Context: an optimization exercise on an open-source flow, tuned for small area and a short achievable clock period. The choices shown serve that exercise and are no tape-out recipe.
Where RTL was checked, it was by simulation tests only, not by an equivalence proof against the original.
No driver is modelled on the clock port, so clock power and skew are understated where the tree is cut down; a real chip needs a root buffer or a tree.

// cmd_check
module cmd_check (
    input  wire        clk,
    input  wire        rst,           
    input  wire        in_valid,
    input  wire [31:0] in_data,       
    input  wire        in_last,       
    input  wire [2:0]  in_nbytes,     
    input  wire        queue_full,    
    input  wire [3:0]  mode,          
    output reg         res_valid,
    output reg         res_proto,     
    output wire [7:0]  res_status,
    output wire [15:0] res_opcode,
    output wire [15:0] res_tag,
    output wire        res_prio
);
Size: roughly 150 flip-flops, about 87 I/O pins, about 12000 µm² of cells after synthesis.
export LEC_CHECK = 0
export CAP_MARGIN = 90
export CORE_MARGIN = 2
export CORE_UTILIZATION = 40
export SLEW_MARGIN = 90
create_clock -name core_clock -period 12.0 [get_ports {clk}]
run.sh (not shown) runs the stock make flow with config.mk's settings and CLKGATE_MAP_FILE= SYNTH_SCRIPT=/design/flow/synth_recipe.tcl, a recipe that flattens the netlist after the stock synthesis.
The first run never finished: it broke off in global routing (5_1_grt).
Rerun with:
--- a/flow/config.mk
+++ b/flow/config.mk
@@ -8 +8 @@
-export CAP_MARGIN = 90
+export CAP_MARGIN = 20
@@ -11 +11 @@
-export SLEW_MARGIN = 90
+export SLEW_MARGIN = 20
Effect: Now the flow went through all stages and came out clean; area after synthesis does not change; synthesized cell count does not change.
Rerun with:
--- a/flow/config.mk
+++ b/flow/config.mk
@@ -8 +8 @@
-export CAP_MARGIN = 20
+export CAP_MARGIN = 80
@@ -11 +11 @@
-export SLEW_MARGIN = 20
+export SLEW_MARGIN = 80
After rerunning:
- worst setup slack gains 0.044 ns
- sequential share of layout area falls by 3.9 points
- via count rose by 7.1%
- clock skew is about the same
- count of clock-buffer cells in the layout went down by 2

* * *

cmd_check, a different RTL version from the one above (not shown whole).
Size in the first run: roughly 87 I/O pins.
export LEC_CHECK = 0
export CAP_MARGIN = 20
export CORE_MARGIN = 2
export CORE_UTILIZATION = 40
export SLEW_MARGIN = 20
create_clock -name core_clock -period 12.0 [get_ports {clk}]
standard.sh (not shown) runs the stock make flow with config.mk's settings and CLKGATE_MAP_FILE= SYNTH_SCRIPT=/design/flow/synth_recipe.tcl, a recipe that flattens the netlist after the stock synthesis.
==> flow/flow/run.sh <==
#!/bin/bash
# Own layout flow: the standard layout (standard.sh), with ORFS's timing
# repair after clock tree synthesis and after global routing aiming for setup
# slack well above zero, so that the layout's achieved period comes out
# short. Repair may resize a cell to any footprint, and the ports are
# buffered with buf_2 cells. The SDC, clock period and every other setting
# are the standard flow's.
set -euo pipefail
here=$(pwd)
margin=$(cat "$here/flow/setup_margin.txt")
bash standard.sh "SETUP_SLACK_MARGIN=$margin" "MATCH_CELL_FOOTPRINT=0" \
    "BUFFER_PORTS_ARGS=-buffer_cell sky130_fd_sc_hd__buf_2" finish \
    > "$here/standard_sh.log" 2>&1
==> flow/flow/setup_margin.txt <==
8.8
The starting point finished clean.
Next try:
==> flow/flow/setup_margin.txt (replaced) <==
8.5
Register-to-register slack got worse by 0.38 ns.
Setup slack got worse by 0.21 ns.
Hold slack got worse by 0.0071 ns.
Design area shrinks by 7.2%.
Next try:
==> flow/flow/setup_margin.txt (replaced) <==
8.65
Outcome: Sequential share of layout area shrinks by 0.35 points. Clock skew shrinks by 0.0087 ns.
Next try:
CORE_UTILIZATION = 65   (was 40)
Global-route usage went up by 12 points. Maximum frequency hardly moves. Setup slack gains 0.0077 ns. Die area fell by 38%. Cell count shrinks by 9.2%. Register-to-register slack is about the same. Area after synthesis does not change. Sequential share of layout area goes up by 0.25 points.

* * *

cmd_check, a different RTL version from the one above (not shown whole).
Size in the first run: about 1200 cells after synthesis, about 160 flip-flops, about 87 I/O pins, about 11000 um2 of cells after synthesis.
export LEC_CHECK = 0
export CAP_MARGIN = 20
export CORE_MARGIN = 2
export CORE_UTILIZATION = 40
export SLEW_MARGIN = 20
create_clock -name core_clock -period 12.0 [get_ports {clk}]
==> flow/flow/setup_margin.txt <==
8.7
Scripts as last shown in full above: flow/flow/run.sh
Next try:
==> flow/run.sh (new file) <==
#!/bin/bash
# synth_recipe.tcl (not shown) runs the flow's synth.tcl, then flattens the netlist and writes it again
# the make line also repeats each setting of config.mk as NAME=value (left out here)
make -C /OpenROAD-flow-scripts/flow DESIGN_CONFIG=/design/flow/config.mk WORK_HOME=/design/flow/orfs CLKGATE_MAP_FILE= SYNTH_SCRIPT=/design/flow/synth_recipe.tcl finish
removed: flow/flow/run.sh
removed: flow/flow/setup_margin.txt
removed: flow/standard.sh
Non-clock buffer count went down by 18.
Setup slack gets worse by 0.92 ns.
Synthesized cell count is unchanged.
No run of this note included a check of the RTL's function; only the layout flow was run.

* * *

cmd_check, a different RTL version from the one above (not shown whole).
Size in the first run: ~1,000 cells after synthesis, about 110 flip-flops, about 87 I/O pins.
export LEC_CHECK = 0
export CAP_MARGIN = 20
export CORE_MARGIN = 2
export CORE_UTILIZATION = 60
export SLEW_MARGIN = 20
create_clock -name core_clock -period 12.0 [get_ports {clk}]
==> flow/flow/run.sh <==
#!/bin/bash
# Own layout flow: the standard layout (standard.sh), with
# - the clock tree rebuilt after clock tree synthesis as one level of
#   clkbuf_16 buffers, each driving a group of nearby flip-flops, all four
#   driven from the clock port (flow/clock_tree.tcl, run as ORFS's
#   POST_CTS_TCL hook);
# - ORFS's timing repair after global routing (and after clock tree
#   synthesis) aiming for setup slack well above zero, so that the achieved
#   period comes out short; repair may resize a cell to any footprint;
# - the ports buffered with buf_2 cells.
# The SDC, clock period and every other setting are the standard flow's.
set -euo pipefail
here=$(pwd)
margin=$(cat "$here/flow/setup_margin.txt")
export POST_CTS_TCL="$here/flow/post_cts.tcl"
bash standard.sh "SETUP_SLACK_MARGIN=$margin" "MATCH_CELL_FOOTPRINT=0" \
    "BUFFER_PORTS_ARGS=-buffer_cell sky130_fd_sc_hd__buf_2" \
    "POST_CTS_TCL=$here/flow/post_cts.tcl" finish \
    > "$here/standard_sh.log" 2>&1
==> flow/flow/setup_margin.txt <==
8.6
Other scripts of this flow, unchanged in this note and not shown: flow/flow/clock_tree.tcl, flow/flow/post_cts.tcl
The starting point went through all stages and came out clean.
Then changed:
==> flow/flow/setup_margin.txt (replaced) <==
8.7
--- a/flow/config.mk
+++ b/flow/config.mk
@@ -9,3 +9,3 @@
 export CORE_MARGIN = 2
-export CORE_UTILIZATION = 60
+export CORE_UTILIZATION = 40
 export SLEW_MARGIN = 20
Outcome: Wire length rises by a few percent; first-iteration DRC count falls by a few percent; maximum frequency rises by a few percent.
Then changed:
--- a/flow/config.mk
+++ b/flow/config.mk
@@ -9,3 +9,3 @@
 export CORE_MARGIN = 2
-export CORE_UTILIZATION = 40
+export CORE_UTILIZATION = 60
 export SLEW_MARGIN = 20
After rerunning: The new run completed without violations; worst setup slack gets worse by 5.8 ps; sequential share of layout area grows by 0.52 points; utilization grows by 23 points; wire length shrinks by 3.8%.

* * *

cmd_check, a different RTL version from the one above (not shown whole).
For scale: about 1000 cells after synthesis, roughly 110 flip-flops, about 87 I/O pins, about 9300 um2 of cells after synthesis.
clock: 12.0 ns
lec_check: 0
cap_margin: 20
core_margin: 2
core_utilization: 40
slew_margin: 20
==> flow/flow/setup_margin.txt <==
8.9
Scripts as last shown in full above: flow/flow/run.sh
Other scripts of this flow, unchanged in this note and not shown: flow/flow/clock_tree.tcl, flow/flow/post_cts.tcl
The baseline completed without violations.
Edit:
==> flow/flow/setup_margin.txt (replaced) <==
8.75
Result:
- The changed run passed the timing, design-rule and antenna checks
- global-route usage shrinks by 0.21 points
- routed wire length shrinks by 0.75%
Function was not checked in any run of this note: the RTL went through the layout flow alone.

* * *

cmd_check, a different RTL version from the one above (not shown whole).
Size in the first run: about 130 flip-flops.
==> flow/config.mk <==
export PLATFORM = sky130hd
export DESIGN_NAME = cmd_check
export DESIGN_NICKNAME = cmd_check
export VERILOG_FILES = /design/flow/design.v
export SDC_FILE = /design/flow/constraint.sdc
export NUM_CORES = 4
export LEC_CHECK = 0
export CAP_MARGIN = 20
export CORE_MARGIN = 2
export CORE_UTILIZATION = 40
export CTS_CLUSTER_DIAMETER = 300
export CTS_CLUSTER_SIZE = 50
export SLEW_MARGIN = 20
==> flow/constraint.sdc <==
create_clock -name core_clock -period 12.0 [get_ports {clk}]
set_input_delay 2.4000 -clock core_clock [delete_from_list [all_inputs] [get_ports {clk}]]
set_output_delay 2.4000 -clock core_clock [all_outputs]
set_load 0.01 [all_outputs]
==> flow/flow/run.sh <==
#!/bin/bash
# Own layout flow: the standard layout (standard.sh), with ORFS's timing
# repair after clock tree synthesis and after global routing aiming for setup
# slack well above zero, so that the layout's achieved period comes out
# short. Repair may resize a cell to any footprint, and the ports are
# buffered with buf_2 cells. The SDC, clock period and every other setting
# are the standard flow's.
set -euo pipefail
here=$(pwd)
margin=$(cat "$here/flow/setup_margin.txt")
bash standard.sh "SETUP_SLACK_MARGIN=$margin" "MATCH_CELL_FOOTPRINT=0" \
    "BUFFER_PORTS_ARGS=-buffer_cell sky130_fd_sc_hd__buf_2" finish \
    > "$here/standard_sh.log" 2>&1
==> flow/flow/setup_margin.txt <==
8.8
The starting point completed without violations.
==> next run, changes <==
Settings changed: CTS_CLUSTER_DIAMETER 300 to unset, CTS_CLUSTER_SIZE 50 to unset.
Setup slack stays the same; die area stays the same; sequential share of layout area is unchanged; via count is unchanged; cell area stays the same.
No run of this note included a check of the RTL's function; only the layout flow was run.

* * *

== cedar ==
Another version of the RTL of cmd_check (not shown whole).
Size: roughly 1000 cells after synthesis, about 87 I/O pins.
Settings: LEC_CHECK=0, CAP_MARGIN=20, CORE_MARGIN=2, CORE_UTILIZATION=60, SLEW_MARGIN=20; clock period 12.0 ns.
==> flow/flow/run.sh <==
#!/bin/bash
# Own layout flow: the standard layout (standard.sh), with
# - the clock tree rebuilt after clock tree synthesis as one level of
#   clkbuf_16 buffers, each driving a group of nearby flip-flops, all four
#   driven from the clock port (flow/clock_tree.tcl, run as ORFS's
#   POST_CTS_TCL hook);
# - ORFS's timing repair after global routing (and after clock tree
#   synthesis) aiming for setup slack well above zero, so that the achieved
#   period comes out short; repair may resize a cell to any footprint;
# - the ports buffered with buf_2 cells.
# The SDC, clock period and every other setting are the standard flow's.
set -euo pipefail
here=$(pwd)
margin=$(cat "$here/flow/setup_margin.txt")
export POST_CTS_TCL="$here/flow/post_cts.tcl"
bash standard.sh "SETUP_SLACK_MARGIN=$margin" "MATCH_CELL_FOOTPRINT=0" \
    "BUFFER_PORTS_ARGS=-buffer_cell sky130_fd_sc_hd__buf_2" \
    "POST_CTS_TCL=$here/flow/post_cts.tcl" finish \
    > "$here/standard_sh.log" 2>&1
Other scripts of this flow, unchanged in this note and not shown: flow/flow/clock_tree.tcl, flow/flow/post_cts.tcl, flow/flow/setup_margin.txt
## Diff of input files: maple against cedar
Settings: CORE_UTILIZATION changed from 60 to 70.
Results
Relative to cedar, maple improves routed wire length.
Maximum frequency delta (maple − cedar): unfavourable
Between cedar and maple, the flow reports number of standard cells in the final layout excluding fillers decreasing by a few percent.
Relative to cedar, maple degrades clock period minus worst slack.
Proportion of cell area occupied by multi-input gates up 0.34 points in maple wrt cedar
Against cedar, worst setup slack in maple came out worse.
Number of placement rows (maple / cedar): 0.933
Compared maple vs cedar, and area of the die is down in maple.
Row worst slack on hold paths: maple higher / cedar lower

==> port drivers added, routing unchanged <==
The flow's constraints put no driver on any port. The routed layouts listed below were extracted and timed again, unchanged, in two steps.
Step 1, drivers: a clkbuf_16 drives clk and a buf_2 each remaining input, both assumed.
Step 2 moves the port delays by t, midway between the first and last clock arrival at a register: inputs arrive t later, outputs are due t later. That takes back most of the time a late clock gives input paths.
Three values: ideal, step 1, step 2; two values: the first two.
run | shift t [ns] | setup WS [ns] | hold WS [ns] | clock arrival spread, ns | worst slew at a driven data input, ns
the second run of note 1 | 0.480 | 7.109 / 7.109 / 7.109 | 0.453 / 0.453 / 0.453 | 0.015 / 0.015 | 0.04
the third run of note 1 | 0.479 | 7.153 / 7.153 / 7.153 | 0.454 / 0.454 / 0.454 | 0.014 / 0.014 | 0.04
the first run of note 2 | 0.416 | 8.734 / 8.685 / 8.414 | 0.502 / 0.502 / 0.502 | 0.010 / 0.010 | 0.05
the second run of note 2 | 0.405 | 8.524 / 8.493 / 8.261 | 0.494 / 0.494 / 0.494 | 0.018 / 0.018 | 0.03
the third run of note 2 | 0.408 | 8.642 / 8.598 / 8.354 | 0.494 / 0.494 / 0.494 | 0.009 / 0.008 | 0.03
the fourth run of note 2 | 0.407 | 8.650 / 8.606 / 8.343 | 0.490 / 0.490 / 0.490 | 0.019 / 0.019 | 0.04
the first run of note 3 | 0.483 | 8.678 / 8.629 / 8.729 | 0.474 / 0.474 / 0.474 | 0.016 / 0.015 | 0.04
the second run of note 3 | 0.494 | 7.757 / 7.708 / 8.202 | 0.492 / 0.492 / 0.492 | 0.016 / 0.016 | 0.04
the first run of note 4 | 0.265 | 8.693 / 8.609 / 8.578 | 0.443 / 0.443 / 0.443 | 0.020 / 0.019 | 0.03
the second run of note 4 | 0.270 | 8.784 / 8.774 / 8.605 | 0.458 / 0.458 / 0.458 | 0.013 / 0.013 | 0.03
the third run of note 4 | 0.263 | 8.778 / 8.712 / 8.586 | 0.444 / 0.444 / 0.444 | 0.020 / 0.021 | 0.03
the first run of note 5 | 0.267 | 8.750 / 8.828 / 8.561 | 0.463 / 0.463 / 0.463 | 0.015 / 0.015 | 0.14
the second run of note 5 | 0.259 | 8.731 / 8.712 / 8.542 | 0.437 / 0.437 / 0.437 | 0.024 / 0.025 | 0.04
the first run of note 6 | 0.484 | 8.688 / 8.639 / 8.512 | 0.463 / 0.463 / 0.463 | 0.018 / 0.018 | 0.04
the second run of note 6 | 0.484 | 8.688 / 8.639 / 8.512 | 0.463 / 0.463 / 0.463 | 0.018 / 0.018 | 0.04
cedar | 0.255 | 8.802 / 8.748 / 8.615 | 0.435 / 0.435 / 0.435 | 0.010 / 0.010 | 0.04
maple | 0.249 | 8.763 / 8.751 / 8.616 | 0.444 / 0.444 / 0.444 | 0.008 / 0.009 | 0.04
After both steps every run listed still meets setup and hold. For the first run of note 2, which loses most, drivers alone change the setup slack by -0.049 ns; drivers and shift together by -0.320 ns.
